Background: an optimization exercise with open tools, aiming at small area and a short achievable clock period. Do not read the settings as production practice. Only simulation tests tie the RTL to the original design; equivalence was not proved. Power figures rest on the tool's default switching activity, not on a simulated workload.

==> design.v <==
module lc8b10b_slot (
    input  wire         clk,
    input  wire         rst,         
    input  wire         in_valid,
    input  wire         in_entry,    
    input  wire [159:0] in_sym,
    output wire         out_valid,
    output reg  [159:0] out_sym,     
    output reg  [127:0] out_data,    
    output reg  [15:0]  out_k,       
    output reg  [15:0]  out_err      
);
  reg [159:0] r_nsym;                 
  wire [159:0] r_sym = ~r_nsym;
  reg [15:0]  r_err, r_okn, r_dfl;
  reg         r_valid;
  reg         st_n, st_p, st_t;
  assign out_valid = r_valid;
  wire [15:0]  okn, okp, gn, gp, dfl;    
  wire [127:0] byt;                 
  wire [15:0]  kk, a6, mfj, mgh;
  genvar g;
  generate
    for (g = 0; g < 16; g = g + 1) begin : sym
      lc_rx_sym rx (.w(in_sym[10*g +: 10]), .okn(okn[g]), .okp(okp[g]), .gn(gn[g]), .gp(gp[g]),
                    .dfl(dfl[g]));
      lc_tx_sym tx (.w(r_sym[10*g +: 10]), .byt(byt[8*g +: 8]), .kk(kk[g]),
                    .a6(a6[g]), .mfj(mfj[g]), .mgh(mgh[g]));
    end
  endgenerate
  reg [15:0] gn2, gp2, qn, qp, ft, qt;    
  reg [15:0] pn, pp;                      
  reg [15:0] bad;
  reg        sn, sp, t0;
  reg [9:0]  w, msk;
  reg        nw;
  reg [159:0] sym_n;
  integer    i, l, m;
  always @* begin
    gn2 = gn;
    gp2 = gp;
    for (l = 0; l < 4; l = l + 1) begin
      qn = gn2;
      qp = gp2;
      for (i = 0; i < 16; i = i + 1)
        if ((i >> l) & 1) begin
          m = ((i >> l) << l) - 1;
          gn2[i] = qn[i] | (~qp[i] & qn[m]);
          gp2[i] = qp[i] | (~qn[i] & qp[m]);
        end
    end
    sn = st_n & ~in_entry;
    sp = st_p & ~in_entry;
    pn = {gn2[14:0] | (~gp2[14:0] & {15{sn}}), sn};
    pp = {gp2[14:0] | (~gn2[14:0] & {15{sp}}), sp};
    for (i = 0; i < 16; i = i + 1) begin
      bad[i] = ~((~pp[i] & okn[i]) | (~pn[i] & okp[i]));
      sym_n[10*i +: 10] = bad[i] ? 10'b0001011110 : in_sym[10*i +: 10];
    end
  end
  always @* begin
    ft = r_dfl;
    for (l = 0; l < 4; l = l + 1) begin
      qt = ft;
      for (i = 0; i < 16; i = i + 1)
        if ((i >> l) & 1) begin
          m = ((i >> l) << l) - 1;
          ft[i] = qt[i] ^ qt[m];
        end
    end
    t0 = st_t;
    for (i = 0; i < 16; i = i + 1) begin
      out_err[i] = r_err[i];
      out_k[i]   = kk[i];
      out_data[8*i +: 8] = byt[8*i +: 8];
      w   = r_sym[10*i +: 10];
      msk = {mfj[i], mgh[i], mgh[i], mfj[i], {6{a6[i]}}};
      if (i == 0)
        nw = ~(t0 ^ r_okn[i]);
      else
        nw = ~(ft[i-1] ^ (t0 ^ r_okn[i]));
      out_sym[10*i +: 10] = w ^ (msk & {10{nw}});
    end
  end
  always @(posedge clk) begin
    r_nsym  <= ~sym_n;
    r_err   <= bad;
    r_okn   <= okn | bad;
    r_dfl   <= dfl & ~bad;    
    if (rst) begin
      r_valid <= 1'b0;
      st_n    <= 1'b0;
      st_p    <= 1'b0;
      st_t    <= 1'b0;
    end else begin
      r_valid <= in_valid;
      if (in_valid) begin
        st_n <= gn2[15] | (~gp2[15] & sn);
        st_p <= gp2[15] | (~gn2[15] & sp);
      end
      if (in_valid & in_entry)
        st_t <= 1'b0;
      else if (r_valid)
        st_t <= t0 ^ ft[15];
    end
  end
endmodule
module lc_rx_sym (input wire [9:0] w, output wire okn, output wire okp, output wire gn, output wire gp, output wire dfl);
  wire new_n16, new_n17, new_n18, new_n19, new_n20, new_n21, new_n22, new_n23;
  wire new_n24, new_n25, new_n26, new_n27, new_n28, new_n29, new_n30, new_n31;
  wire new_n32, new_n33, new_n34, new_n35, new_n36, new_n37, new_n38, new_n39;
  wire new_n40, new_n41, new_n42, new_n43, new_n44, new_n45, new_n46, new_n47;
  wire new_n48, new_n49, new_n50, new_n51, new_n52, new_n53, new_n54, new_n55;
  wire new_n56, new_n57, new_n58, new_n59, new_n60, new_n61, new_n62, new_n63;
  wire new_n64, new_n65, new_n66, new_n67, new_n68, new_n69, new_n70, new_n72;
  wire new_n73, new_n74, new_n75, new_n76, new_n78, new_n79, new_n80, new_n81;
  wire new_n82, new_n85;
  assign new_n16 = ~w[2] & ~w[3];
  assign new_n17 = ~w[0] & ~w[1];
  assign new_n18 = new_n16 & new_n17;
  assign new_n19 = w[4] & w[5];
  assign new_n20 = w[2] & w[3];
  assign new_n21 = w[0] & w[1];
  assign new_n22 = ~new_n20 & ~new_n21;
  assign new_n23 = ~new_n16 & ~new_n17;
  assign new_n24 = ~new_n22 & new_n23;
  assign new_n25 = ~new_n19 & ~new_n24;
  assign new_n26 = new_n22 & ~new_n23;
  assign new_n27 = ~w[4] & ~w[5];
  assign new_n28 = ~new_n26 & ~new_n27;
  assign new_n29 = new_n25 & ~new_n28;
  assign new_n30 = ~new_n18 & ~new_n29;
  assign new_n31 = ~new_n25 & new_n28;
  assign new_n32 = new_n20 & new_n21;
  assign new_n33 = ~new_n31 & ~new_n32;
  assign new_n34 = new_n30 & new_n33;
  assign new_n35 = w[6] & w[7];
  assign new_n36 = ~w[8] & ~w[9];
  assign new_n37 = ~w[6] & ~w[7];
  assign new_n38 = ~new_n36 & ~new_n37;
  assign new_n39 = ~new_n35 & ~new_n38;
  assign new_n40 = w[5] & new_n26;
  assign new_n41 = new_n16 & new_n27;
  assign new_n42 = ~w[6] & ~new_n41;
  assign new_n43 = ~new_n40 & new_n42;
  assign new_n44 = ~new_n35 & ~new_n43;
  assign new_n45 = ~w[9] & ~new_n19;
  assign new_n46 = ~new_n41 & new_n45;
  assign new_n47 = w[8] & ~new_n46;
  assign new_n48 = ~new_n44 & new_n47;
  assign new_n49 = ~new_n39 & ~new_n48;
  assign new_n50 = new_n34 & new_n49;
  assign new_n51 = w[8] & w[9];
  assign new_n52 = ~new_n35 & ~new_n51;
  assign new_n53 = ~new_n37 & ~new_n52;
  assign new_n54 = new_n19 & new_n20;
  assign new_n55 = ~new_n27 & ~new_n54;
  assign new_n56 = ~w[5] & new_n24;
  assign new_n57 = new_n55 & ~new_n56;
  assign new_n58 = w[6] & ~new_n57;
  assign new_n59 = w[9] & new_n55;
  assign new_n60 = ~w[7] & ~w[8];
  assign new_n61 = ~new_n59 & new_n60;
  assign new_n62 = ~new_n58 & new_n61;
  assign new_n63 = ~new_n53 & ~new_n62;
  assign new_n64 = ~new_n33 & new_n63;
  assign new_n65 = ~new_n50 & ~new_n64;
  assign new_n66 = new_n19 & new_n24;
  assign new_n67 = w[2] & new_n21;
  assign new_n68 = ~new_n26 & ~new_n67;
  assign new_n69 = w[3] & ~new_n68;
  assign new_n70 = ~new_n66 & ~new_n69;
  assign okn = ~new_n65 & new_n70;
  assign new_n72 = ~new_n30 & new_n49;
  assign new_n73 = new_n34 & new_n63;
  assign new_n74 = ~new_n72 & ~new_n73;
  assign new_n75 = ~new_n55 & ~new_n68;
  assign new_n76 = ~new_n18 & ~new_n75;
  assign okp = ~new_n74 & new_n76;
  assign new_n78 = ~new_n36 & new_n53;
  assign new_n79 = new_n39 & ~new_n51;
  assign new_n80 = ~new_n78 & ~new_n79;
  assign new_n81 = new_n34 & new_n80;
  assign new_n82 = new_n33 & ~new_n78;
  assign gp = ~new_n79 & ~new_n82;
  assign gn = ~new_n81 & ~gp;
  assign new_n85 = ~new_n34 & ~new_n80;
  assign dfl = ~new_n81 & ~new_n85;
endmodule
module lc_tx_sym (input wire [9:0] w, output wire [7:0] byt, output wire kk, output wire a6, output wire mfj, output wire mgh);
  wire new_n23, new_n24, new_n25, new_n26, new_n27, new_n28, new_n29, new_n30;
  wire new_n31, new_n32, new_n33, new_n34, new_n35, new_n36, new_n37, new_n38;
  wire new_n39, new_n40, new_n41, new_n42, new_n44, new_n45, new_n46, new_n47;
  wire new_n48, new_n49, new_n50, new_n51, new_n52, new_n53, new_n54, new_n55;
  wire new_n57, new_n58, new_n59, new_n60, new_n61, new_n62, new_n63, new_n64;
  wire new_n65, new_n66, new_n67, new_n69, new_n70, new_n71, new_n72, new_n73;
  wire new_n74, new_n75, new_n76, new_n77, new_n78, new_n79, new_n80, new_n81;
  wire new_n82, new_n84, new_n85, new_n86, new_n87, new_n88, new_n89, new_n90;
  wire new_n91, new_n92, new_n93, new_n94, new_n95, new_n96, new_n97, new_n98;
  wire new_n99, new_n101, new_n102, new_n103, new_n104, new_n105, new_n106, new_n107;
  wire new_n108, new_n109, new_n110, new_n112, new_n113, new_n114, new_n115, new_n116;
  wire new_n117, new_n118, new_n119, new_n120, new_n121, new_n123, new_n124, new_n125;
  wire new_n126, new_n127, new_n128, new_n129, new_n130, new_n131, new_n132, new_n134;
  wire new_n135, new_n136, new_n138, new_n139, new_n140, new_n142, new_n143, new_n144;
  wire new_n145, new_n146, new_n147, new_n148, new_n149, new_n150, new_n152;
  assign new_n23 = ~w[2] & ~w[4];
  assign new_n24 = w[3] & w[5];
  assign new_n25 = ~w[1] & ~new_n24;
  assign new_n26 = w[1] & w[5];
  assign new_n27 = w[3] & new_n26;
  assign new_n28 = ~w[3] & ~w[5];
  assign new_n29 = ~new_n27 & ~new_n28;
  assign new_n30 = ~new_n25 & new_n29;
  assign new_n31 = new_n23 & ~new_n30;
  assign new_n32 = w[0] & ~new_n26;
  assign new_n33 = ~new_n24 & new_n32;
  assign new_n34 = ~new_n23 & ~new_n27;
  assign new_n35 = ~new_n33 & new_n34;
  assign new_n36 = ~new_n31 & ~new_n35;
  assign new_n37 = w[4] & new_n24;
  assign new_n38 = w[3] & ~new_n37;
  assign new_n39 = w[2] & w[4];
  assign new_n40 = ~w[1] & ~new_n39;
  assign new_n41 = ~w[0] & new_n40;
  assign new_n42 = ~new_n38 & new_n41;
  assign byt[0] = new_n36 | new_n42;
  assign new_n44 = ~w[3] & ~w[4];
  assign new_n45 = w[0] & w[2];
  assign new_n46 = ~w[0] & ~w[2];
  assign new_n47 = ~new_n45 & ~new_n46;
  assign new_n48 = ~new_n44 & new_n47;
  assign new_n49 = new_n44 & ~new_n47;
  assign new_n50 = w[5] & ~new_n49;
  assign new_n51 = ~new_n48 & new_n50;
  assign new_n52 = ~w[1] & ~new_n49;
  assign new_n53 = new_n44 & ~new_n45;
  assign new_n54 = ~w[5] & ~new_n53;
  assign new_n55 = ~new_n52 & new_n54;
  assign byt[1] = new_n51 | new_n55;
  assign new_n57 = ~w[0] & ~w[4];
  assign new_n58 = new_n30 & new_n57;
  assign new_n59 = ~w[0] & new_n24;
  assign new_n60 = ~new_n39 & ~new_n59;
  assign new_n61 = ~w[1] & ~new_n60;
  assign new_n62 = new_n32 & new_n44;
  assign new_n63 = w[2] & ~w[5];
  assign new_n64 = ~new_n27 & ~new_n63;
  assign new_n65 = ~new_n57 & ~new_n64;
  assign new_n66 = ~new_n62 & ~new_n65;
  assign new_n67 = ~new_n61 & new_n66;
  assign byt[2] = new_n58 | ~new_n67;
  assign new_n69 = ~w[1] & new_n45;
  assign new_n70 = w[1] & new_n47;
  assign new_n71 = ~new_n69 & ~new_n70;
  assign new_n72 = ~w[4] & new_n71;
  assign new_n73 = w[4] & ~new_n40;
  assign new_n74 = w[5] & ~new_n73;
  assign new_n75 = ~new_n72 & new_n74;
  assign new_n76 = new_n23 & ~new_n52;
  assign new_n77 = w[0] & w[5];
  assign new_n78 = ~w[1] & ~w[4];
  assign new_n79 = ~w[3] & ~new_n78;
  assign new_n80 = ~new_n23 & ~new_n79;
  assign new_n81 = ~new_n77 & ~new_n80;
  assign new_n82 = ~new_n76 & new_n81;
  assign byt[3] = ~new_n75 & ~new_n82;
  assign new_n84 = ~w[5] & new_n44;
  assign new_n85 = ~w[2] & new_n84;
  assign new_n86 = ~w[4] & ~new_n85;
  assign new_n87 = ~new_n45 & ~new_n70;
  assign new_n88 = w[4] & ~new_n28;
  assign new_n89 = ~new_n24 & ~new_n88;
  assign new_n90 = ~w[1] & ~new_n47;
  assign new_n91 = ~new_n37 & ~new_n90;
  assign new_n92 = ~new_n89 & new_n91;
  assign new_n93 = new_n87 & ~new_n92;
  assign new_n94 = new_n86 & ~new_n93;
  assign new_n95 = w[2] & new_n24;
  assign new_n96 = w[4] & ~new_n95;
  assign new_n97 = ~w[3] & w[5];
  assign new_n98 = new_n96 & ~new_n97;
  assign new_n99 = new_n93 & new_n98;
  assign byt[4] = ~new_n94 & ~new_n99;
  assign new_n101 = ~w[7] & ~w[8];
  assign new_n102 = w[6] & ~w[9];
  assign new_n103 = ~new_n101 & ~new_n102;
  assign new_n104 = ~new_n85 & ~new_n103;
  assign new_n105 = ~w[8] & w[9];
  assign new_n106 = w[7] & ~new_n105;
  assign new_n107 = w[6] & ~new_n106;
  assign new_n108 = w[8] & w[9];
  assign new_n109 = ~new_n85 & ~new_n108;
  assign new_n110 = ~new_n107 & ~new_n109;
  assign byt[5] = new_n104 | new_n110;
  assign new_n112 = w[7] & w[8];
  assign new_n113 = ~w[9] & ~new_n84;
  assign new_n114 = ~w[6] & ~new_n113;
  assign new_n115 = ~new_n112 & ~new_n114;
  assign new_n116 = ~new_n85 & ~new_n115;
  assign new_n117 = new_n85 & ~new_n103;
  assign new_n118 = w[9] & new_n112;
  assign new_n119 = ~w[8] & new_n102;
  assign new_n120 = ~new_n118 & ~new_n119;
  assign new_n121 = ~new_n117 & new_n120;
  assign byt[6] = new_n116 | ~new_n121;
  assign new_n123 = ~w[7] & ~w[9];
  assign new_n124 = ~new_n112 & ~new_n123;
  assign new_n125 = ~new_n85 & ~new_n124;
  assign new_n126 = w[7] & w[9];
  assign new_n127 = ~new_n101 & ~new_n126;
  assign new_n128 = ~w[6] & ~w[7];
  assign new_n129 = w[6] & w[7];
  assign new_n130 = ~new_n128 & ~new_n129;
  assign new_n131 = ~new_n85 & new_n130;
  assign new_n132 = ~new_n127 & ~new_n131;
  assign byt[7] = new_n125 | new_n132;
  assign new_n134 = new_n86 & ~new_n118;
  assign new_n135 = ~w[9] & new_n101;
  assign new_n136 = new_n96 & ~new_n135;
  assign kk = ~new_n134 & ~new_n136;
  assign new_n138 = new_n87 & new_n92;
  assign new_n139 = ~new_n84 & new_n89;
  assign new_n140 = ~new_n71 & new_n139;
  assign a6 = ~new_n138 & ~new_n140;
  assign new_n142 = ~w[3] & ~w[7];
  assign new_n143 = w[8] & ~new_n87;
  assign new_n144 = ~new_n142 & ~new_n143;
  assign new_n145 = ~w[3] & ~new_n87;
  assign new_n146 = ~new_n144 & ~new_n145;
  assign new_n147 = ~new_n130 & ~new_n146;
  assign new_n148 = ~new_n102 & ~new_n105;
  assign new_n149 = ~new_n112 & new_n148;
  assign new_n150 = ~kk & ~new_n149;
  assign mfj = new_n147 | ~new_n150;
  assign new_n152 = new_n120 & new_n130;
  assign mgh = ~new_n150 | ~new_n152;
endmodule
==> flow/run.sh <==
#!/bin/bash
# The standard layout (standard.sh), with four changes to how it is made:
# - synthesis maps with ABC's dc2 then &nf mapper (flow/abc_map.script) instead of
#   ORFS's script, through flow/synth.tcl, which is synth_recipe.tcl with only
#   the ABC script swapped;
# - no full/half-adder extraction before ABC (ADDER_MAP_FILE empty);
# - ports are buffered with sky130_fd_sc_hd__buf_1;
# - ORFS's timing repair aims for 136 ns of setup slack (SETUP_SLACK_MARGIN)
#   instead of 0, so it sizes the slowest paths of this design up. The clock,
#   its period and all constraints are the standard flow's own, unchanged.
# Each tool's output goes to the ORFS logs under orfs/logs; make's own output
# to flow_make.log here.
set -euo pipefail
W=$(pwd)
export FLOW_ABC_SCRIPT=$W/flow/abc_map.script
bash standard.sh "SYNTH_SCRIPT=$W/flow/synth.tcl" "ADDER_MAP_FILE=" \
  "BUFFER_PORTS_ARGS=-buffer_cell sky130_fd_sc_hd__buf_1" SETUP_SLACK_MARGIN=136 finish > flow_make.log 2>&1
test -s out/final.def
==> flow/abc_map.script <==
strash; dc2; &get -n; &nf -R 1000; &put; topo; stime -c
==> flow/synth.tcl <==
# The standard flow's synthesis script (synth_recipe.tcl) with ABC's mapping script replaced
# by the one named in FLOW_ABC_SCRIPT.
proc synth {args} { yosys synth -nofsm -noshare {*}$args }
proc abc {args} {
  set i [lsearch -exact $args -script]
  if { $i >= 0 } { lset args [expr {$i + 1}] $::env(FLOW_ABC_SCRIPT) }
  yosys abc {*}$args
}
source $::env(SCRIPTS_DIR)/synth.tcl
# left out here: clear keep_hierarchy, flatten, clean up, hide names made inside functions, write 1_2_yosys.v
==> standard.sh <==
#!/bin/bash
# synth_recipe.tcl (not shown) runs the flow's synth.tcl, then flattens the netlist and writes it again
# the make line also repeats each setting of config.mk as NAME=value (left out here)
make -C /OpenROAD-flow-scripts/flow DESIGN_CONFIG=/design/flow/config.mk WORK_HOME=/design/flow/orfs CLKGATE_MAP_FILE= SYNTH_SCRIPT=/design/flow/synth_recipe.tcl "${@:-finish}"
==> config.mk <==
export PLATFORM = sky130hd
export DESIGN_NAME = lc8b10b_slot
export DESIGN_NICKNAME = lc8b10b_slot
export VERILOG_FILES = /design/flow/design.v
export SDC_FILE = /design/flow/constraint.sdc
export NUM_CORES = 4
export LEC_CHECK = 0
export CAP_MARGIN = 20
export CORE_MARGIN = 2
export CORE_UTILIZATION = 40
export CTS_BUF_LIST = sky130_fd_sc_hd__clkbuf_4
export CTS_CLUSTER_SIZE = 20
export SLEW_MARGIN = 20
==> constraint.sdc <==
create_clock -name core_clock -period 175.0 [get_ports {clk}]
set_input_delay 35.0000 -clock core_clock [delete_from_list [all_inputs] [get_ports {clk}]]
set_output_delay 35.0000 -clock core_clock [all_outputs]
set_load 0.01 [all_outputs]
==> impl_metrics.ini, run 1 <==
[setup_path]
reg2reg_setup_slack_ps = 171710
slowest_stage = dfxtp_4
required_ps = 140000
start_kind = flop
worst_r2r_path_depth = 16
path_common_cell = xor2_2
arrival_ps = 4010
r2r-start = r_dfl[0]
cp_max_fo = 6
r2r-end = st_t
crit_chain = xor2_4, xnor2_2, xnor2_2, xor2_2, xor2_2, xor2_2, xor2_2, buf_6, xnor2_4, xnor2_4, xnor2_4, a31oi_1, o31ai_1, buf_4, xor2_1, buf_2
end_kind = output pin
slowest_delay_ps = 360
worstSetupPathType = reg2out

[yosys]
syn_area_per_cell_sq_um = 6.62
synthMuxAreaShare_pct = 0.540
yosysSeqAreaShare_pct = 22.6
synthCells = 2835
synth_nets = 2999
synth_cell_types = 47
yosys.area_share.simple_pct = 27.4
syn_area_sq_um = 18800
yosys_warnings = 1
ys_ff_latch = 212
synth_top_family_by_area = compound AO/OA/AOI/OAI gates
synthAdderAreaFrac_pct = 0
synth_flop_cell = dfxtp_1
synth-edff-count = 0
synthArstFlopShare_pct = 0
synth_xor_area_share_pct = 12.2
synth-compound-area-share_pct = 34.8

[min_path]
min_from = st_p
holdPathEnd = st_p
hold_path.class = reg2reg
min_path_cells = 2

[finish]
nFillCells = 4858
utilization_pct = 48.8
fin_nets = 3561
final_cell_mix = 455 x buf_1, 421 x nor2_1, 417 x nand2_1
synthToLayoutAreaGrowth_pct = 20.8
final_common_cell = buf_1
drive_gt1_share_pct = 5.78
final_cell_area_sq_um = 22700

[floorplanning]
dieWidth_microns = 221
core_sq_um = 46500
initial_core_util_pct = 40.4
ios = 485
fp-row-count = 79
dieArea_sq_um = 48700
die_h_microns = 221

[route]
wl_microns = 65800
dr_total_vias = 23200
drtIter0Drc = 1704
postRouteAntennaNets = 0
viasPerCell = 5.73
wire_per_inst_microns = 16.2
dr.pass1.iters = 5
drc_errors = 0

[clock_network]
cts-root-buf = clkbuf_4
clk_latency_ps = 740
cts.sinks = 212
numCtsBuffers = 66
cts_tree = done
cts_buffer_depth = 3
cts.reportedPaths.clkPinSlew_ps = 70
htreeDepth = 3

[pwr]
power_leakage_nw = 7.80
power.density_nw_per_um2 = 21.8
p_total_uw = 494
worst_ir_drop_vdd_mv = 0.0293

[status]
status = finished clean

[sta]
rsz0062_at_grt = yes
slew_violations = 0
max_slew_margin_pct = 34.8
hold_slack_ps = 478
worst_slew_pin_slew_ps = 972
max_freq_ghz = 0.0256
min_period_ps = 39010
hold_viol = 0
fin_skew_ps = 39.9
period_share_pct = 22.3
fin_setup_tns_ps = 0
finalSetupViolCount = 0

[global_route]
gr-total-overflow = 0
grt_pass1_wl_microns = 103000
grt_max_degree = 21
grt_pass1_vias = 20500
grt_use_total_pct = 25.4
antenna_found_initial = 2

[place]
port_buffers = 484
place_area_sq_um = 21300
post-dp-hpwl_microns = 51400
globalplace.congestion = 0.946

[job]
drv_cap = 0
[cell type report]
cell class              instances  area (sq um)  share of cell area, %
repair buffers                510          2070                   9.13
inverters                      96           360                   1.59
diodes                          3          7.51                 0.0331
clock inverters                22          87.6                  0.386
multi-input cells            2511         14500                   63.7
clock buffers                  92           691                   3.04
well taps                     607           759                   3.35
flip-flops and latches        212          4250                   18.7
[worst max-delay path by stage]
stage / start / to / slack (ps)
after detailed placement: r_dfl[0] / out_sym[142] / 135180
after global placement: r_dfl[0] / out_sym[142] / 135380
after global routing: r_dfl[0] / out_sym[150] / 135730
after CTS: r_dfl[0] / out_sym[154] / 135840
final: r_dfl[0] / out_sym[154] / 135990
after floorplan: r_dfl[0] / out_sym[142] / 136360
[logic make-up (layout without fill, tap and decap cells)]
logic type	after synthesis	count (layout)
buf+inv	112	720
compound gates	1055	1055
mux	9	9
simple gates	1186	1186
xor+xnor	261	261
other cells	0	3
flops	212	212
[registers in the layout, summed over array words and instances (netlist names)]
name / cells
r_err: 16
st_n: 1
r_dfl: 16
r_nsym: 160
r_valid: 1
st_p: 1
st_t: 1
r_okn: 16
[repair_timing]
item | CTS | global route
setup endpoints to repair | 86 | 99
buffers inserted | 12 | 6
endpoints found under the hold margin | 0 | 0
hold buffers | 0 | 0
resized for setup | 55 | 40
pin swaps | 10 | 11
[Yosys cell counts, types with 17 or more instances]
library cell / count / share of area [%]
a21oi_1: 220 / 5.9
nand2b_1: 34 / 1.1
clkinv_1: 96 / 1.9
o22ai_1: 31 / 1.0
xor2_1: 73 / 3.4
dfxtp_1: 212 / 23
a31o_1: 17 / 0.79
and2_0: 21 / 0.70
o31ai_1: 36 / 1.4
xnor2_1: 188 / 8.8
or3_1: 19 / 0.63
a211oi_1: 52 / 2.1
o311ai_0: 25 / 1.2
a21boi_0: 35 / 1.4
a31oi_1: 61 / 2.0
nor3_1: 74 / 2.0
o211ai_1: 49 / 2.0
and3_1: 17 / 0.57
nor4_1: 32 / 1.1
nand3_1: 79 / 2.1
o21ai_0: 365 / 9.7
nor2b_1: 44 / 1.5
a22oi_1: 24 / 0.96
a21o_1: 32 / 1.3
nor2_1: 421 / 8.4
nand2_1: 417 / 8.3
[per-layer routing]
metal	up-vias	track usage [%]	share of wire, %
met5	-	0	0
met4	0	10.3	3.2
met3	125	6.05	7.9
met2	849	41.8	46
met1	10600	32.0	43
li1	11600	-	-
[stage by stage]
| step | setup slack, ps | std cells |
|---|---|---|
| final | 135990 | 4053 |
| after detailed placement | 135180 | 3918 |
| after CTS | 135840 | 4044 |
| after global placement | 135380 | 3918 |
| after floorplan | 136360 | 2835 |
| after global routing | 135730 | 4052 |
[where the power goes]
part	total, mW	internal [mW]	switching (mW)	leakage [nW]
clock network	0.0469	0.0242	0.0226	0.475
logic	0.370	0.153	0.217	5.58
registers	0.0771	0.0567	0.0204	1.75
total	0.494	0.234	0.260	7.80
[worst max-delay path, delay by kind of cell (launching register included)]
| kind | cells | cell delay (ps) |
|---|---|---|
| xor+xnor | 11 | 2140 |
| buf+inv | 3 | 520 |
| flops | 1 | 360 |
| compound gates | 2 | 250 |
==> run 2, diff against run 1 <==
--- a/flow/run.sh
+++ b/flow/run.sh
@@ -2,3 +2,3 @@
 # The standard layout (standard.sh), with four changes to how it is made:
-# - synthesis maps with ABC's dc2 then &nf mapper (flow/abc_map.script) instead of
+# - synthesis maps with ABC's &nf mapper (flow/abc_map.script) instead of
 #   ORFS's script, through flow/synth.tcl, which is synth_recipe.tcl with only
==> flow/abc_map.script (replaced) <==
strash; &get -n; &nf -R 1000; &put; topo; stime -c
--- a/config.mk
+++ b/config.mk
@@ -9,3 +9,3 @@
 export CORE_MARGIN = 2
-export CORE_UTILIZATION = 40
+export CORE_UTILIZATION = 55
 export CTS_BUF_LIST = sky130_fd_sc_hd__clkbuf_4
==> run 2 against run 1 <==
  * Register-to-register slack gained 890 ps
  * Still clean on timing, DRC and antenna
  * Synthesized cell count grew 2.5%
  * Sequential share of layout area grew 0.18 points
  * Largest cell class unchanged
  * Via count grew 1.8%
  * Highest routed layer is now met5
==> impl_metrics.ini, run 2 <==
[sta]
finalSetupViolCount = 0
worst_slew_pin_slew_ps = 1130
fin_setup_tns_ps = 0
fin_skew_ps = 21.0
period_share_pct = 22.1
max_freq_ghz = 0.0258
rsz0062_at_grt = no
slew_violations = 0
hold_viol = 0
min_period_ps = 38720
max_slew_margin_pct = 24.3

[setup_path]
crit_family = XOR/XNOR gates
worstSetupPathType = reg2out
cp_max_fo = 6
critPathBufInv = 1
path_common_cell = xnor2_1
start_kind = flop
reg2reg_setup_slack_ps = 172600
worst_r2r_path_depth = 9
end_kind = output pin
slowest_delay_ps = 900
slowest_stage = a211oi_1
required_ps = 140000
arrival_ps = 3720
r2r-start = r_dfl[0]
r2r-end = st_t
crit_chain = xor2_1, xnor2_2, xnor2_1, xnor2_1, a211oi_1, xnor2_1, buf_1

[clock_network]
ctsHoldBuffers = 0
cts.reportedPaths.clkPinSlew_ps = 60
cts.sinks = 212
clk_latency_ps = 730
numCtsBuffers = 56
cts_buffer_depth = 3
cts-root-buf = clkbuf_4
cts_tree = done
htreeDepth = 2

[yosys]
synthArstFlopShare_pct = 0
synth-edff-count = 0
syn_area_per_cell_sq_um = 6.62
syn_area_sq_um = 19200
synthTopCellsByArea = dfxtp_1 22%, nand2_1 10%, xnor2_1 10%
yosys_warnings = 1
synth_area_leader_cell = dfxtp_1
synth_nets = 3071
ys_ff_latch = 212
netlist_top_cells_count = 519 x nand2_1, 389 x nor2_1, 349 x o21ai_0
synthCells = 2907
synth_cell_types = 42
synth_flop_cell = dfxtp_1
synth.most_common_cell = nand2_1
netlist.area_leader.share_pct = 22.1
yosysSeqAreaShare_pct = 22.1

[min_path]
holdPathEnd = st_p
min_from = st_p
min_path_cells = 2
hold_path.class = reg2reg

[floorplanning]
die_h_microns = 191
fp-row-count = 68
dieWidth_microns = 191
dieArea_sq_um = 36500
core_sq_um = 34500
ios = 485
initial_core_util_pct = 55.7

[finish]
drive_gt1_share_pct = 3.19
fin_nets = 3602
final_common_cell = nand2_1
synthToLayoutAreaGrowth_pct = 16.6
top_register = r_nsym
largest_register_ffs = 160
final_cell_mix = 519 x nand2_1, 484 x buf_1, 389 x nor2_1

[status]
status = finished clean

[place]
globalplace.congestion = 0.962
port_buffers = 484
post-dp-hpwl_microns = 49800

[global_route]
grt_pass1_vias = 20700
grt_max_degree = 19
antenna_found_initial = 17
gr-total-overflow = 0
grt_use_total_pct = 33.2
grt_pass1_wl_microns = 101000

[route]
postRouteAntennaNets = 0
dr_total_vias = 23600
dr.pass1.iters = 6
drc_errors = 0
wl_microns = 64200
wire_per_inst_microns = 16.2
drtIter0Drc = 1838
viasPerCell = 5.98

[pwr]
worst_ir_drop_vdd_mv = 0.0237
power.density_nw_per_um2 = 20.4
p_total_uw = 458
power_leakage_nw = 7.76

[job]
drv_cap = 0
## run 2: power by group
group          internal [mW]  switching, mW
clock                 0.0230         0.0212
sequential            0.0567         0.0201
combinational          0.129          0.208
## run 2: final cells by class
class                           instances  area (sq um)
Multi-Input combinational cell       2586         14700
Timing Repair Buffer                  489          1870
Clock inverter                         28           166
Antenna cell                           13          32.5
Tap cell                              455           569
Clock buffer                           75           563
Sequential cell                       212          4250
Inverter                               93           349
Fill cell                            3320         12100
## run 2: logic make-up (layout without fill, tap and decap cells)
kind of cell    count (synthesis)  after routing  synth area share (%)
xor+xnor                      271            271                  12.3
compound gates               1041           1041                  34.1
mux                            18             18                  1.04
other cells                     0             13                     0
buf+inv                       109            685                  2.44
simple gates                 1256           1256                  28.1
flops                         212            212                  22.1
## run 2: routing by layer
layer / vias to the layer above / GRT usage (%) / routed length (microns)
met1: 10800 / 41.8 / 26600
met5: - / 0 / 59
met3: 172 / 6.92 / 5310
met4: 10 / 14.6 / 2580
met2: 980 / 54.7 / 29600
li1: 11700 / - / -
## run 2: worst register-to-register path, stage by stage, from the launching register on
cell and delay (ps):
dfxtp_1 380, xor2_1 460, xnor2_2 330, xnor2_4 220, buf_12 180, buf_4 140, xnor2_1 170, xnor2_1 140
mux2i_1 100, a211oi_1 190
## run 2: worst max path at each step
stage,from,endpoint,cells after the start
6_report,r_dfl[0],out_sym[74],7
5_1_grt,in_sym[3],r_nsym[149],17
4_1_cts,r_dfl[0],out_sym[143],8
3_5_place_dp,in_sym[2],r_dfl[9],17
3_3_place_gp,in_sym[2],r_err[9],16
2_1_floorplan,in_sym[2],r_dfl[12],16
## run 2: what timing repair did
item | CTS | global route
pin swaps | 0 | 1
gates resized for setup | 13 | 7
setup buffers | 0 | 2
endpoints found under the setup margin | 79 | 66
hold endpoints to repair | 0 | 0
## run 2: metrics by stage
| step | util (%) | setup slack (ps) | cells | hold slack [ps] | cell area (sq um) |
|---|---|---|---|---|---|
| floorplan | - | 136600 | 2907 | 470 | 19200 |
| global placement | 62.4 | 135090 | 3833 | 484 | 21500 |
| detailed placement | 62.4 | 134950 | 3833 | 514 | 21500 |
| CTS | 64.7 | 136030 | 3936 | 528 | 22300 |
| global route | 64.9 | 136040 | 3947 | 589 | 22400 |
| finish | 65.0 | 136280 | 3951 | 527 | 22400 |
==> run 3, diff against run 2 <==
--- a/config.mk
+++ b/config.mk
@@ -9,4 +9,4 @@
 export CORE_MARGIN = 2
-export CORE_UTILIZATION = 55
-export CTS_BUF_LIST = sky130_fd_sc_hd__clkbuf_4
+export CORE_UTILIZATION = 40
+export CTS_BUF_LIST = sky130_fd_sc_hd__clkbuf_8
 export CTS_CLUSTER_SIZE = 20
==> run 3 against run 2 <==
  * Still clean on timing, DRC and antenna
  * Synthesized area is the same
  * Cell area grew 1.4%
  * Worst setup slack gained 130 ps
  * Flip-flop and latch count is the same
  * Global-route usage shrank 6.9 points
  * Cell count grew 3.1%
  * Register-to-register slack lost 160 ps
  * Synthesized cell count is the same
  * Largest cell class unchanged
  * Highest routed layer unchanged
==> impl_metrics.ini, run 3 <==
[finish]
top_register = r_nsym
nFillCells = 5012
multi_input_area_sq_um = 14700
final_common_cell = nand2_1
synthToLayoutAreaGrowth_pct = 18.2
final_cell_mix = 519 x nand2_1, 484 x buf_1, 389 x nor2_1
regArea_sq_um = 4250
final_cell_area_sq_um = 22800
fin_cells = 4075
fin_nets = 3591
largest_register_ffs = 160
drive_gt1_share_pct = 2.72
utilization_pct = 47.8

[floorplanning]
initial_core_util_pct = 40.4
die_h_microns = 223
dieArea_sq_um = 49900
fp-row-count = 80
dieWidth_microns = 223
core_sq_um = 47600
ios = 485

[clock_network]
cts_tree = done
htreeDepth = 2
cts_buffer_depth = 3
cts.reportedPaths.clkPinSlew_ps = 60
clk_latency_ps = 610
ctsHoldBuffers = 0
numCtsBuffers = 40
cts.sinks = 212
cts-root-buf = clkbuf_8

[sta]
max_slew_margin_pct = 17.1
fin_setup_tns_ps = 0
period_share_pct = 22.1
slew_violations = 0
hold_viol = 0
finalSetupViolCount = 0
fin_skew_ps = 26.4
rsz0062_at_grt = yes
worst_slew_pin_slew_ps = 1240
min_period_ps = 38600
setup_ws_ps = 136400
hold_slack_ps = 511
max_freq_ghz = 0.0259

[pwr]
p_total_uw = 469
p_sw_share_pct = 54.6
worst_ir_drop_vdd_mv = 0.0119
p_switching_uw = 256
p_int_uw = 213
clockPowerShare_pct = 10.7
pwr-share-comb_pct = 72.9
power.density_nw_per_um2 = 20.6
power_leakage_nw = 7.82
seq_power_share_pct = 16.4

[yosys]
netlist_top_cells_count = 519 x nand2_1, 389 x nor2_1, 349 x o21ai_0
synth.most_common_cell = nand2_1
yosysSeqAreaShare_pct = 22.1
synth_area_leader_cell = dfxtp_1
syn_area_per_cell_sq_um = 6.62
synthCells = 2907
ys_ff_latch = 212
synthArstFlopShare_pct = 0
syn_area_sq_um = 19200
synth-edff-count = 0
synth_flop_cell = dfxtp_1
netlist.area_leader.share_pct = 22.1
synth_cell_types = 42
synthTopCellsByArea = dfxtp_1 22%, nand2_1 10%, xnor2_1 10%
yosys_warnings = 1
synth_nets = 3071

[route]
wire_per_inst_microns = 17.1
wl_microns = 69800
dr.pass1.iters = 6
viasPerCell = 5.77
drtIter0Drc = 1793
postRouteAntennaNets = 0
drc_errors = 0
dr_total_vias = 23500

[global_route]
grt_pass1_vias = 21100
grt_use_total_pct = 26.3
grt_pass1_wl_microns = 109000
grt_max_degree = 19
gr-total-overflow = 0
antenna_found_initial = 10

[setup_path]
critPathBufInv = 2
cp_max_fo = 8
slowest_delay_ps = 660
cp.depth = 15
end_kind = flop
worst_r2r_path_depth = 6
crit_chain = buf_1, o22ai_1, and3_1, nor2_1, nand2_1, o21ai_0, o21ai_0, a21boi_0, o31ai_1, a21oi_1, o21ai_0, o21a_1, a21oi_1, clkinv_1, nand2_1
crit_family = compound AO/OA/AOI/OAI gates
path_common_cell = o21ai_0
start_kind = primary input
slowest_stage = a21oi_1
worstSetupPathType = in2reg
required_ps = 175520
arrival_ps = 39120

[place]
globalplace.congestion = 0.938
post-dp-hpwl_microns = 54400
dp_slack_ps = 134960
place_area_sq_um = 21800
dp.cells = 3997
port_buffers = 484

[job]
drv_cap = 0

[min_path]
min_path_cells = 2
hold_path.class = reg2reg

[status]
status = finished clean
run 3: cell counts after synthesis:
Identical to the previous run, type by type.
run 3: what timing repair did:
| action | CTS | global route |
|---|---|---|
| pin swaps | 0 | 1 |
| gates resized for setup | 13 | 9 |
| setup endpoints to repair | 109 | 70 |
| setup buffers | 0 | 2 |
run 3: cells by family (layout without fill, tap and decap cells):
family / Yosys count / after routing / synth area share, %
muxes: 18 / 18 / 1.04
AOI/OAI and AO/OA: 1041 / 1041 / 34.1
buffers and inverters: 109 / 660 / 2.44
other: 0 / 2 / 0
and+or+nand+nor: 1256 / 1256 / 28.1
xor gates and xnor gates: 271 / 271 / 12.3
DFF: 212 / 212 / 22.1
run 3: layout make-up:
| class | instances | share of cell area [%] |
|---|---|---|
| Tap cell | 615 | 3.38 |
| Timing Repair Buffer | 494 | 8.36 |
| Inverter | 93 | 1.53 |
| Multi-Input combinational cell | 2586 | 64.4 |
| Clock inverter | 23 | 0.588 |
| Clock buffer | 50 | 3.02 |
| Sequential cell | 212 | 18.7 |
| Antenna cell | 2 | 0.0220 |
run 3: routing by layer:
metal | vias to the layer above | part of all wire, % | wire (microns) | GRT usage (%)
met5 | - | 0.15 | 104 | 0
met4 | 16 | 3.6 | 2540 | 10.4
met3 | 152 | 7.5 | 5250 | 6.19
met2 | 847 | 46 | 32100 | 43.1
met1 | 10900 | 43 | 29800 | 33.3
li1 | 11600 | - | - | -
run 3: worst min-delay path, stage by stage (launching register included):
cell	delay, ps
dfxtp_1	340
a21oi_1	70
nor2_1	70
run 3: final timing paths:
path,slack [ps],end,from
hold / removal,510,st_n,st_n
setup / recovery,136400,r_nsym[67],in_sym[22]
hold reg to reg,510,st_n,st_n
setup reg to reg,172440,r_nsym[11],st_n
run 3: power by group through the flow:
stage	clock network, mW	registers, mW	logic (mW)
2_1_floorplan	0	0.0719	0.224
3_3_place_gp	0	0.0773	0.332
3_5_place_dp	0	0.0775	0.336
4_1_cts	0.0520	0.0765	0.340
5_1_grt	0.0537	0.0789	0.372
6_report	0.0502	0.0771	0.342
==> run 4, diff against run 3 <==
--- a/config.mk
+++ b/config.mk
@@ -10,3 +10,3 @@
 export CORE_UTILIZATION = 40
-export CTS_BUF_LIST = sky130_fd_sc_hd__clkbuf_8
+export CTS_BUF_LIST = sky130_fd_sc_hd__clkbuf_4
 export CTS_CLUSTER_SIZE = 20
==> run 4 against run 3 <==
  * Flip-flop and latch count stayed put
  * Synthesized cell count stayed put
  * Cell area is 0.46% lower
  * Worst hold slack hardly changed
  * Worst setup slack worse by 170 ps
  * Maximum frequency is 0.45% lower
  * Synthesized area stayed put
  * Critical path type is now reg2out
  * First-iteration DRC count is 3.3% lower
  * Die area stayed put
==> impl_metrics.ini, run 4 <==
[clock_network]
cts-root-buf = clkbuf_4
clk_latency_ps = 820
cts_tree = done
cts_buffer_depth = 3
numCtsBuffers = 59
cts.sinks = 212
htreeDepth = 2
cts.reportedPaths.clkPinSlew_ps = 70

[yosys]
synth.most_common_cell = nand2_1
synth_xor_area_share_pct = 12.3
yosys_warnings = 1
synthTopCellsByArea = dfxtp_1 22%, nand2_1 10%, xnor2_1 10%
yosysSeqAreaShare_pct = 22.1
synth_area_leader_cell = dfxtp_1
synthArstFlopShare_pct = 0
synth_nets = 3071
synth_cell_types = 42
synthMuxAreaShare_pct = 1.04
synth_top_family_by_area = compound AO/OA/AOI/OAI gates
synth-edff-count = 0
ys_ff_latch = 212
yosys.area_share.simple_pct = 28.1
syn_area_sq_um = 19200
netlist.area_leader.share_pct = 22.1
synthAdderAreaFrac_pct = 0
synth-compound-area-share_pct = 34.1
syn_area_per_cell_sq_um = 6.62
synthCells = 2907
synth_flop_cell = dfxtp_1
netlist_top_cells_count = 519 x nand2_1, 389 x nor2_1, 349 x o21ai_0

[finish]
drive_gt1_share_pct = 3.44
synthToLayoutAreaGrowth_pct = 17.7
largest_register_ffs = 160
multi_input_area_sq_um = 14700
top_register = r_nsym
fin_nets = 3611
fin_cells = 4110
final_common_cell = nand2_1
final_cell_mix = 519 x nand2_1, 484 x buf_1, 389 x nor2_1
nFillCells = 5016
regArea_sq_um = 4250

[global_route]
gr-total-overflow = 0
grt_max_degree = 19
grt_use_total_pct = 26.3
grt_pass1_wl_microns = 109000
grt_pass1_vias = 21300
antenna_found_initial = 9

[sta]
hold_viol = 0
max_freq_ghz = 0.0258
slew_violations = 0
finalSetupViolCount = 0
rsz0062_at_grt = no
period_share_pct = 22.2
max_slew_margin_pct = 17.8
min_period_ps = 38770
fin_setup_tns_ps = 0
hold_slack_ps = 511
worst_slew_pin_slew_ps = 1230
fin_skew_ps = 44.6

[pwr]
power.density_nw_per_um2 = 20.5
worst_ir_drop_vdd_mv = 0.0119
power_leakage_nw = 7.77

[setup_path]
reg2reg_setup_slack_ps = 172430
cp_max_fo = 6
start_kind = flop
worstSetupPathType = reg2out
r2r-end = r_nsym[11]
worst_r2r_path_depth = 6
r2r-start = st_n
arrival_ps = 3770
end_kind = output pin
required_ps = 140000

[floorplanning]
initial_core_util_pct = 40.4
core_sq_um = 47600
ios = 485
fp-row-count = 80
dieWidth_microns = 223
die_h_microns = 223
dieArea_sq_um = 49900

[route]
met3WireLength_microns = 5340
wl_microns = 69900
wire_per_inst_microns = 17.0
dr.pass1.iters = 8
drtIter0Drc = 1734
dr_total_vias = 23700
top_layer_used = met5
wl_met2_microns = 32400
postRouteAntennaNets = 0
wl_met1_microns = 29500
drc_errors = 0
viasPerCell = 5.78

[min_path]
holdPathEnd = st_n
min_from = st_n
hold_path.class = reg2reg
min_path_cells = 2

[status]
status = finished clean

[place]
post-dp-hpwl_microns = 54400
dp.cells = 3997
globalplace.congestion = 0.938
port_buffers = 484

[job]
drv_cap = 0
## run 4: layout make-up
type                       instances  area share, %
multi-input combinational       2586           64.8
sequential                       212           18.7
timing repair buffer             495           8.37
tap                              615           3.40
clock buffer                      83           2.75
inverter                          93           1.54
clock inverter                    19          0.359
antenna                            7         0.0773
## run 4: how the worst max path moves through the flow
| stage | from | to | slack, ps | cells after the start |
|---|---|---|---|---|
| 5_1_grt | r_dfl[0] | out_sym[114] | 136010 | 9 |
| 3_5_place_dp | in_sym[2] | r_nsym[126] | 134960 | 16 |
| 2_1_floorplan | in_sym[2] | r_dfl[12] | 136600 | 16 |
| 3_3_place_gp | in_sym[3] | r_dfl[12] | 135180 | 16 |
| 4_1_cts | r_dfl[0] | out_sym[65] | 136070 | 7 |
| 6_report | r_dfl[4] | out_sym[114] | 136230 | 9 |
## run 4: per-layer routing
metal	GRT usage, %	up-vias
met3	6.82	169
met2	43.3	876
li1	-	11700
met4	9.61	14
met5	0	-
met1	33.1	11000
## run 4: power by group
group	switching (mW)	internal, mW
clock network	0.0221	0.0217
logic	0.213	0.130
registers	0.0204	0.0567
total	0.256	0.208
## run 4: repair_timing
action,4_1_cts,5_1_grt
setup endpoints to repair,108,74
pin swaps,1,0
resized for setup,10,11
buffers inserted,3,0
hold buffers,0,0
## run 4: metrics by stage
| stage | setup slack (ps) | util [%] | cell area (sq um) | power [mW] |
|---|---|---|---|---|
| 2_1_floorplan | 136600 | - | 19200 | 0.296 |
| 3_3_place_gp | 135180 | 45.7 | 21800 | 0.410 |
| 3_5_place_dp | 134960 | 45.7 | 21800 | 0.413 |
| 4_1_cts | 136070 | 47.3 | 22600 | 0.464 |
| 5_1_grt | 136010 | 47.5 | 22600 | 0.500 |
| 6_report | 136230 | 47.5 | 22700 | 0.464 |
## run 4: cell families (layout without fill, tap and decap cells)
kind of cell / count (synthesis) / after routing
and+or+nand+nor: 1256 / 1256
AOI/OAI and AO/OA: 1041 / 1041
xor gates and xnor gates: 271 / 271
DFF: 212 / 212
buffers and inverters: 109 / 690
muxes: 18 / 18
other: 0 / 7
## run 4: worst max-delay path, stage by stage, from the launching register on
cell	delay [ps]
dfxtp_1	360
xor2_1	510
xnor2_1	270
xnor2_4	300
buf_4	210
xnor2_1	140
xnor2_1	190
a211oi_2	560
xnor2_1	200
buf_1	190
==> run 5, diff against run 4 <==
--- a/flow/run.sh
+++ b/flow/run.sh
@@ -7,3 +7,3 @@
 # - ports are buffered with sky130_fd_sc_hd__buf_1;
-# - ORFS's timing repair aims for 136 ns of setup slack (SETUP_SLACK_MARGIN)
+# - ORFS's timing repair aims for 137 ns of setup slack (SETUP_SLACK_MARGIN)
 #   instead of 0, so it sizes the slowest paths of this design up. The clock,
@@ -16,3 +16,3 @@
 bash standard.sh "SYNTH_SCRIPT=$W/flow/synth.tcl" "ADDER_MAP_FILE=" \
-  "BUFFER_PORTS_ARGS=-buffer_cell sky130_fd_sc_hd__buf_1" SETUP_SLACK_MARGIN=136 finish > flow_make.log 2>&1
+  "BUFFER_PORTS_ARGS=-buffer_cell sky130_fd_sc_hd__buf_1" SETUP_SLACK_MARGIN=137 finish > flow_make.log 2>&1
 test -s out/final.def
--- a/config.mk
+++ b/config.mk
@@ -13 +13,2 @@
 export SLEW_MARGIN = 20
+export TNS_END_PERCENT = 0
==> run 5 against run 4 <==
  * Largest power group unchanged
  * Clock power up 11%
  * Die area unchanged
  * Critical endpoint is now out_sym[121]
  * Critical path depth up 2
  * Synthesized area unchanged
  * Global-route usage up 0.061 points
==> impl_metrics.ini, run 5 <==
[floorplanning]
core_sq_um = 47600
initial_core_util_pct = 40.4
fp-row-count = 80
dieWidth_microns = 223
ios = 485
dieArea_sq_um = 49900
die_h_microns = 223

[yosys]
synth_area_leader_cell = dfxtp_1
synthArstFlopShare_pct = 0
synthCells = 2907
yosysSeqAreaShare_pct = 22.1
synth-edff-count = 0
syn_area_per_cell_sq_um = 6.62
netlist_top_cells_count = 519 x nand2_1, 389 x nor2_1, 349 x o21ai_0
synth_nets = 3071
synth_cell_types = 42
synthTopCellsByArea = dfxtp_1 22%, nand2_1 10%, xnor2_1 10%
synth_flop_cell = dfxtp_1
syn_area_sq_um = 19200
netlist.area_leader.share_pct = 22.1
ys_ff_latch = 212
yosys_warnings = 1
synth.most_common_cell = nand2_1

[route]
dr.pass1.iters = 6
dr_total_vias = 23600
drc_errors = 0
postRouteAntennaNets = 0
wl_microns = 69200
viasPerCell = 5.72
drtIter0Drc = 1891
wire_per_inst_microns = 16.8

[finish]
largest_register_ffs = 160
utilization_pct = 48.7
drive_gt1_share_pct = 5.77
fin_nets = 3623
final_cell_mix = 519 x nand2_1, 472 x buf_1, 389 x nor2_1
synthToLayoutAreaGrowth_pct = 20.6
top_register = r_nsym
final_common_cell = nand2_1

[global_route]
grt_max_degree = 19
grt_pass1_wl_microns = 109000
antenna_found_initial = 17
grt_use_total_pct = 26.3
gr-total-overflow = 0
grt_pass1_vias = 21000

[setup_path]
worstSetupPathType = reg2out
required_ps = 140000
slowest_delay_ps = 370
slowest_stage = dfxtp_4
cp_max_fo = 9
end_kind = output pin
crit_chain = xor2_4, xnor2_1, buf_4, xnor2_4, buf_12, xor2_2, xnor2_2, a211oi_4, buf_4, xnor2_1, buf_1
start_kind = flop
arrival_ps = 3200

[place]
globalplace.congestion = 0.940
post-dp-hpwl_microns = 53500
port_buffers = 484

[clock_network]
htreeDepth = 2
cts-root-buf = clkbuf_4
numCtsBuffers = 59
cts_tree = done
ctsHoldBuffers = 0
cts.sinks = 212
cts.reportedPaths.clkPinSlew_ps = 70
clk_latency_ps = 840
cts_buffer_depth = 3

[sta]
min_period_ps = 38200
fin_setup_tns_ps = 0
period_share_pct = 21.8
slew_violations = 0
hold_slack_ps = 536
fin_skew_ps = 52.7
max_slew_margin_pct = 21.1
rsz0062_at_grt = yes
max_freq_ghz = 0.0262
worst_slew_pin_slew_ps = 1180
hold_viol = 0
finalSetupViolCount = 0

[pwr]
power_leakage_nw = 8.02
power.density_nw_per_um2 = 21.5
p_int_uw = 234
worst_ir_drop_vdd_mv = 0.0171
clockPowerShare_pct = 9.7
seq_power_share_pct = 15.5
pwr-share-comb_pct = 74.8
p_sw_share_pct = 53.2
p_total_uw = 500
p_switching_uw = 266

[job]
drv_cap = 0

[status]
status = finished clean

[min_path]
hold_path.class = reg2reg
-- run 5: power groups by stage --
stage	logic, mW	registers (mW)	clock network, mW
6_report	0.374	0.0776	0.0484
5_1_grt	0.403	0.0796	0.0524
4_1_cts	0.373	0.0769	0.0502
3_5_place_dp	0.337	0.0775	0
3_3_place_gp	0.335	0.0772	0
2_1_floorplan	0.224	0.0719	0
-- run 5: final cells by class --
cell class                      count  area (sq um)
Clock inverter                     23           174
Sequential cell                   212          4280
Timing Repair Buffer              507          2050
Clock buffer                       81           608
Inverter                           93           349
Antenna cell                        5          12.5
Tap cell                          615           769
Fill cell                        4927         24400
Multi-Input combinational cell   2586         15000
-- run 5: per-layer routing --
layer | vias up | routed length [microns] | part of all wire (%) | global-route usage, %
met5 | - | 147 | 0.21 | 0
li1 | 11700 | - | - | -
met2 | 810 | 31800 | 46 | 42.7
met3 | 135 | 5340 | 7.7 | 5.85
met1 | 10900 | 29900 | 43 | 34.4
met4 | 22 | 2010 | 2.9 | 9.33
-- run 5: logic make-up (layout without fill, tap and decap cells) --
group,count (synthesis),count (layout),share of synthesized area [%]
other cells,0,5,0
compound gates,1041,1041,34.1
simple gates,1256,1256,28.1
flops,212,212,22.1
mux,18,18,1.04
xor+xnor,271,271,12.3
buf+inv,109,704,2.44
-- run 5: timing repair --
item | 4_1_cts | 5_1_grt
resized for setup | 72 | 32
pin swaps | 12 | 3
endpoints found under the setup margin | 255 | 304
setup buffers | 14 | 3
-- run 5: final timing paths --
check	start	endpoint	slack, ps	cells after the start
worst min-delay path	st_p	st_p	540	2
worst max-delay path	r_dfl[0]	out_sym[121]	136800	11
worst min register to register	st_p	st_p	540	2
worst max register to register	st_n	r_nsym[12]	172540	6
-- run 5: worst max-delay path, delay by kind of cell, from the launching register on --
kind	cells	cell delay, ps
XOR/XNOR	6	1170
buffers and inverters	4	750
flip-flops	1	370
AO/OA/AOI/OAI	1	70
-- run 5: through the flow --
stage / cell area, sq um / instances / setup slack [ps]
2_1_floorplan: 19300 / 2907 / 137020
3_3_place_gp: 21800 / 3996 / 135820
3_5_place_dp: 21800 / 3996 / 135680
4_1_cts: 23100 / 4114 / 136730
5_1_grt: 23200 / 4120 / 136650
6_report: 23200 / 4122 / 136800
==> run 6, diff against run 5 <==
--- a/flow/run.sh
+++ b/flow/run.sh
@@ -7,3 +7,3 @@
 # - ports are buffered with sky130_fd_sc_hd__buf_1;
-# - ORFS's timing repair aims for 137 ns of setup slack (SETUP_SLACK_MARGIN)
+# - ORFS's timing repair aims for 136.8 ns of setup slack (SETUP_SLACK_MARGIN)
 #   instead of 0, so it sizes the slowest paths of this design up. The clock,
@@ -16,3 +16,3 @@
 bash standard.sh "SYNTH_SCRIPT=$W/flow/synth.tcl" "ADDER_MAP_FILE=" \
-  "BUFFER_PORTS_ARGS=-buffer_cell sky130_fd_sc_hd__buf_1" SETUP_SLACK_MARGIN=137 finish > flow_make.log 2>&1
+  "BUFFER_PORTS_ARGS=-buffer_cell sky130_fd_sc_hd__buf_1" SETUP_SLACK_MARGIN=136.8 finish > flow_make.log 2>&1
 test -s out/final.def
==> run 6 against run 5 <==
  * Core utilization down 0.20 points
  * Clock power down 2%
  * Clock skew down 22 ps
  * Total power down 2.0%
  * Cell area down 0.41%
  * Highest routed layer unchanged
  * Still clean on timing, DRC and antenna
  * Worst setup slack better by 2.0 ps
  * First-iteration DRC count down 12%
  * Register-to-register slack about the same
  * Die area unchanged
  * Synthesized area unchanged
  * Critical path type unchanged
==> impl_metrics.ini, run 6 <==
[status]
status = finished clean

[setup_path]
end_kind = output pin
required_ps = 140000
r2r-end = r_nsym[70]
crit_chain = xor2_4, xnor2_2, xnor2_4, buf_12, xnor2_1, xnor2_2, a211oi_4, buf_12, xnor2_1, buf_1
arrival_ps = 3190
crit_family = XOR/XNOR gates
slowest_stage = dfxtp_1
worst_r2r_path_depth = 5
worstSetupPathType = reg2out
start_kind = flop
critPathBufInv = 3
slowest_delay_ps = 440
reg2reg_setup_slack_ps = 172550
cp_max_fo = 9
r2r-start = st_p

[finish]
largest_register_ffs = 160
final_common_cell = nand2_1
final_cell_mix = 519 x nand2_1, 480 x buf_1, 389 x nor2_1
fin_cells = 4118
synthToLayoutAreaGrowth_pct = 20.1
drive_gt1_share_pct = 5.34
top_register = r_nsym
fin_nets = 3622

[floorplanning]
ios = 485
fp-row-count = 80
core_sq_um = 47600
die_h_microns = 223
initial_core_util_pct = 40.4
dieWidth_microns = 223
dieArea_sq_um = 49900

[route]
drc_errors = 0
wl_microns = 69300
postRouteAntennaNets = 0
viasPerCell = 5.75
drtIter0Drc = 1672
wire_per_inst_microns = 16.8
dr_total_vias = 23700
dr.pass1.iters = 6

[min_path]
min_from = st_n
min_path_cells = 2
hold_path.class = reg2reg
holdPathEnd = st_n

[sta]
worst_slew_pin_slew_ps = 1200
fin_skew_ps = 30.7
max_freq_ghz = 0.0262
finalSetupViolCount = 0
hold_viol = 0
fin_setup_tns_ps = 0
rsz0062_at_grt = yes
min_period_ps = 38190
period_share_pct = 21.8
max_slew_margin_pct = 20.0
slew_violations = 0

[yosys]
syn_area_sq_um = 19200
netlist.area_leader.share_pct = 22.1
synthCells = 2907
ys_ff_latch = 212
synth.most_common_cell = nand2_1
netlist_top_cells_count = 519 x nand2_1, 389 x nor2_1, 349 x o21ai_0
syn_area_per_cell_sq_um = 6.62
synth-edff-count = 0
synth_cell_types = 42
yosys_warnings = 1
synth_area_leader_cell = dfxtp_1
synthTopCellsByArea = dfxtp_1 22%, nand2_1 10%, xnor2_1 10%
yosysSeqAreaShare_pct = 22.1
synth_nets = 3071
synth_flop_cell = dfxtp_1
synthArstFlopShare_pct = 0

[clock_network]
cts-root-buf = clkbuf_4
clk_latency_ps = 800
cts.sinks = 212
cts_tree = done
htreeDepth = 2
ctsHoldBuffers = 0
numCtsBuffers = 57
cts.reportedPaths.clkPinSlew_ps = 60
cts_buffer_depth = 3

[global_route]
grt_use_total_pct = 25.9
grt_max_degree = 19
gr-total-overflow = 0
antenna_found_initial = 8
grt_pass1_vias = 21100
grt_pass1_wl_microns = 107000

[place]
dp.cells = 3997
globalplace.congestion = 0.935
port_buffers = 484
post-dp-hpwl_microns = 53600

[pwr]
power.density_nw_per_um2 = 21.2
worst_ir_drop_vdd_mv = 0.0163
power_leakage_nw = 7.98

[job]
drv_cap = 0
-- run 6: cell counts after synthesis --
Identical to the previous run, type by type.
-- run 6: kinds of logic after synthesis --
family | share of synthesized area [%]
multiplexers | 1.04
XOR/XNOR | 12.3
AND/OR/NAND/NOR | 28.1
AO/OA/AOI/OAI | 34.1
flip-flops | 22.1
buffers and inverters | 2.44
-- run 6: per-stage QoR --
stage	total power, mW	setup slack (ps)	utilization, %	instance area [sq um]	hold slack [ps]
CTS	0.470	136500	47.7	22700	520
detailed placement	0.411	135120	45.7	21800	505
finish	0.490	136810	48.5	23100	516
global route	0.526	136620	48.5	23100	548
global placement	0.408	135190	45.7	21800	486
floorplan	0.296	136730	-	19200	470
-- run 6: cell type report --
type                       instances  area [sq um]
multi-input combinational       2586         14900
clock buffer                      79           593
inverter                          93           353
antenna                            4          10.0
sequential                       212          4270
timing repair buffer             508          2050
tap                              615           769
clock inverter                    21           168
fill                            4986         24500
-- run 6: metal layers --
layer,global-route usage (%),vias up,wire length (microns)
met3,5.86,154,5060
met5,0,-,74
met1,32.3,10900,29200
met2,43.4,874,32400
li1,-,11700,-
met4,10.4,12,2600
-- run 6: tightest hold or removal path: cells and delay by family (launching register included) --
kind               cells  cell delay, ps
and+or+nand+nor        1              70
AOI/OAI and AO/OA      1              70
DFF                    1             340
-- run 6: how the worst max path moves through the flow --
| stage | to | slack, ps | from | cells past startpoint |
|---|---|---|---|---|
| after floorplan | r_dfl[11] | 136730 | in_sym[2] | 14 |
| after global placement | r_dfl[9] | 135190 | in_sym[2] | 18 |
| final | out_sym[112] | 136810 | r_dfl[4] | 10 |
| after detailed placement | r_dfl[9] | 135120 | in_sym[2] | 18 |
| after global routing | out_sym[152] | 136620 | r_dfl[8] | 9 |
| after CTS | out_sym[124] | 136500 | r_dfl[0] | 10 |
-- run 6: timing repair --
action                                  4_1_cts  5_1_grt
pin swaps                                     1       11
gates resized for setup                      25       60
endpoints found under the setup margin      234      269
buffers inserted                              1       16
gates cloned                                  0        0
-- run 6: where the power goes --
group          internal (mW)  switching, mW
sequential            0.0569         0.0206
clock                 0.0253         0.0221
combinational          0.147          0.219
total                  0.229          0.261
==> run 7, diff against run 6 <==
--- a/flow/run.sh
+++ b/flow/run.sh
@@ -7,3 +7,3 @@
 # - ports are buffered with sky130_fd_sc_hd__buf_1;
-# - ORFS's timing repair aims for 136.8 ns of setup slack (SETUP_SLACK_MARGIN)
+# - ORFS's timing repair aims for 136.3 ns of setup slack (SETUP_SLACK_MARGIN)
 #   instead of 0, so it sizes the slowest paths of this design up. The clock,
@@ -16,3 +16,3 @@
 bash standard.sh "SYNTH_SCRIPT=$W/flow/synth.tcl" "ADDER_MAP_FILE=" \
-  "BUFFER_PORTS_ARGS=-buffer_cell sky130_fd_sc_hd__buf_1" SETUP_SLACK_MARGIN=136.8 finish > flow_make.log 2>&1
+  "BUFFER_PORTS_ARGS=-buffer_cell sky130_fd_sc_hd__buf_1" SETUP_SLACK_MARGIN=136.3 finish > flow_make.log 2>&1
 test -s out/final.def
--- a/config.mk
+++ b/config.mk
@@ -13,2 +13 @@
 export SLEW_MARGIN = 20
-export TNS_END_PERCENT = 0
==> run 7 against run 6 <==
  * Still clean on timing, DRC and antenna
  * Total power shrank 5.0%
  * Sequential power is essentially flat
  * Synthesized cell count is the same
  * Worst hold slack lost 6.8 ps
  * Cell area shrank 1.7%
  * Global-route usage grew 0.32 points
  * Clock skew grew 9.3 ps
  * Wire length grew 0.51%
  * Largest power group unchanged
==> impl_metrics.ini, run 7 <==
[setup_path]
worst_r2r_path_depth = 6
end_kind = output pin
reg2reg_setup_slack_ps = 172410
r2r-end = r_nsym[11]
cp_max_fo = 5
start_kind = flop
r2r-start = st_n
arrival_ps = 3450
required_ps = 140000
worstSetupPathType = reg2out

[yosys]
yosys.area_share.simple_pct = 28.1
netlist.area_leader.share_pct = 22.1
ys_ff_latch = 212
netlist_top_cells_count = 519 x nand2_1, 389 x nor2_1, 349 x o21ai_0
yosys_warnings = 1
synth.most_common_cell = nand2_1
synth_top_family_by_area = compound AO/OA/AOI/OAI gates
synthTopCellsByArea = dfxtp_1 22%, nand2_1 10%, xnor2_1 10%
synthArstFlopShare_pct = 0
synth-edff-count = 0
synth_area_leader_cell = dfxtp_1
synth_xor_area_share_pct = 12.3
synth_cell_types = 42
synthCells = 2907
synth_flop_cell = dfxtp_1
syn_area_per_cell_sq_um = 6.62
synthAdderAreaFrac_pct = 0
synth-compound-area-share_pct = 34.1
synthMuxAreaShare_pct = 1.04
synth_nets = 3071
yosysSeqAreaShare_pct = 22.1
syn_area_sq_um = 19200

[finish]
final_common_cell = nand2_1
drive_gt1_share_pct = 3.67
top_register = r_nsym
fin_cells = 4104
nFillCells = 5019
fin_nets = 3609
synthToLayoutAreaGrowth_pct = 18.1
final_cell_mix = 519 x nand2_1, 484 x buf_1, 389 x nor2_1
largest_register_ffs = 160
final_cell_area_sq_um = 22700

[clock_network]
htreeDepth = 2
cts_buffer_depth = 3
cts.sinks = 212
cts-root-buf = clkbuf_4
cts.reportedPaths.clkPinSlew_ps = 60
clk_latency_ps = 800
numCtsBuffers = 59
cts_tree = done

[floorplanning]
die_h_microns = 223
core_sq_um = 47600
dieWidth_microns = 223
initial_core_util_pct = 40.4
fp-row-count = 80
dieArea_sq_um = 49900
ios = 485

[global_route]
grt_pass1_wl_microns = 109000
gr-total-overflow = 0
grt_pass1_vias = 21300
antenna_found_initial = 9
grt_max_degree = 19
grt_use_total_pct = 26.3

[sta]
period_share_pct = 22.0
finalSetupViolCount = 0
hold_viol = 0
worst_slew_pin_slew_ps = 1250
rsz0062_at_grt = yes
slew_violations = 0
min_period_ps = 38450
fin_skew_ps = 40.0
max_slew_margin_pct = 16.3
fin_setup_tns_ps = 0
max_freq_ghz = 0.0260

[pwr]
seq_power_share_pct = 16.6
p_switching_uw = 256
power.density_nw_per_um2 = 20.5
clockPowerShare_pct = 9.4
power_leakage_nw = 7.78
p_sw_share_pct = 55.1
p_int_uw = 209
pwr-share-comb_pct = 74.1
worst_ir_drop_vdd_mv = 0.0119

[route]
dr.pass1.iters = 9
viasPerCell = 5.76
dr_total_vias = 23600
drc_errors = 0
drtIter0Drc = 1806
postRouteAntennaNets = 0
wl_microns = 69600
wire_per_inst_microns = 17.0

[status]
status = finished clean

[place]
place_area_sq_um = 21800
dp.cells = 3997
globalplace.congestion = 0.938
port_buffers = 484
post-dp-hpwl_microns = 54400

[min_path]
min_from = st_n
holdPathEnd = st_n
min_path_cells = 2
hold_path.class = reg2reg

[job]
drv_cap = 0
-- run 7: final cells by class --
type | count | area (sq um) | area share [%]
Multi-Input combinational cell | 2586 | 14800 | 64.9
Sequential cell | 212 | 4250 | 18.7
Timing Repair Buffer | 493 | 1900 | 8.35
Tap cell | 615 | 769 | 3.39
Clock buffer | 83 | 623 | 2.74
Inverter | 93 | 349 | 1.54
Clock inverter | 19 | 81.3 | 0.358
Antenna cell | 3 | 7.51 | 0.0330
-- run 7: repair_timing --
| item | 4_1_cts | 5_1_grt |
|---|---|---|
| buffers inserted | 2 | 0 |
| setup endpoints to repair | 169 | 117 |
| hold buffers | 0 | 0 |
| resized for setup | 21 | 15 |
| gates cloned | 0 | 0 |
| pin swaps | 1 | 0 |
-- run 7: metal layers --
metal  wire (microns)  vias up  track usage [%]
met5               95        -                0
met4             2440       14             9.53
met3             5440      163             6.89
met2            32300      891             43.2
met1            29400    10900             33.0
li1                 -    11700                -
-- run 7: how the worst max path moves through the flow --
stage | from | slack, ps | end
after floorplan | in_sym[2] | 136600 | r_dfl[12]
after global placement | in_sym[3] | 135180 | r_dfl[12]
after detailed placement | in_sym[2] | 134960 | r_nsym[126]
after CTS | in_sym[2] | 136310 | r_nsym[132]
after global routing | in_sym[22] | 136200 | r_nsym[68]
final | r_dfl[0] | 136550 | out_sym[116]
-- run 7: cells by family after synthesis --
logic type             after synthesis
multiplexers                        18
buffers and inverters              109
AND/OR/NAND/NOR                   1256
AO/OA/AOI/OAI                     1041
flip-flops                         212
XOR/XNOR                           271
-- run 7: critical path, stage by stage, from the launching register on --
cell     delay, ps
dfxtp_1        390
xor2_2         400
xnor2_4        240
xnor2_4        190
buf_12         160
xnor2_1        130
xnor2_1        520
a21oi_1        190
xnor2_1        270
buf_1          190
-- run 7: through the flow --
| stage | total power [mW] | utilization [%] | setup slack (ps) | hold WS [ps] |
|---|---|---|---|---|
| 3_3_place_gp | 0.410 | 45.7 | 135180 | 483 |
| 6_report | 0.466 | 47.7 | 136550 | 509 |
| 3_5_place_dp | 0.413 | 45.7 | 134960 | 497 |
| 5_1_grt | 0.502 | 47.7 | 136200 | 557 |
| 2_1_floorplan | 0.296 | - | 136600 | 470 |
| 4_1_cts | 0.466 | 47.5 | 136310 | 512 |
-- run 7: power groups by stage --
stage / logic (mW) / clock network, mW / registers [mW]
floorplan: 0.224 / 0 / 0.0719
global placement: 0.332 / 0 / 0.0773
detailed placement: 0.336 / 0 / 0.0775
CTS: 0.344 / 0.0456 / 0.0766
global route: 0.375 / 0.0478 / 0.0789
finish: 0.345 / 0.0436 / 0.0771

==> port drivers added, routing unchanged <==
No port has a modelled driver above. Below, the same layouts with a new extraction and two added sets of constraints.
Step 1 sets driving cells, clkbuf_16 on the clock port and buf_2 on the other inputs (assumed; they add their load-dependent delay and slew).
Step 2 adds t to the input delays and takes it off the output delays; t is the mean of the earliest and latest rising clock arrival at the registers after step 1. Input paths then give back, and output paths get back, about the clock's delay inside the block.
Three values: ideal, step 1, step 2; two values: the first two.
run	shift t [ns]	setup slack, ns	pins driven straight from the clock port
run 1	0.776	135.990 / 135.936 / 135.785	1
run 2	0.764	136.279 / 136.228 / 135.703	1
run 3	0.647	136.404 / 136.357 / 135.789	1
run 4	0.841	136.229 / 136.177 / 135.710	1
run 5	0.851	136.803 / 136.751 / 136.119	1
run 6	0.824	136.805 / 136.757 / 136.156	1
run 7	0.819	136.549 / 136.496 / 135.794	1
After both steps setup and hold are still met in every run listed. For run 7, which loses most, drivers alone change the setup slack by -0.053 ns; drivers and shift together by -0.755 ns.
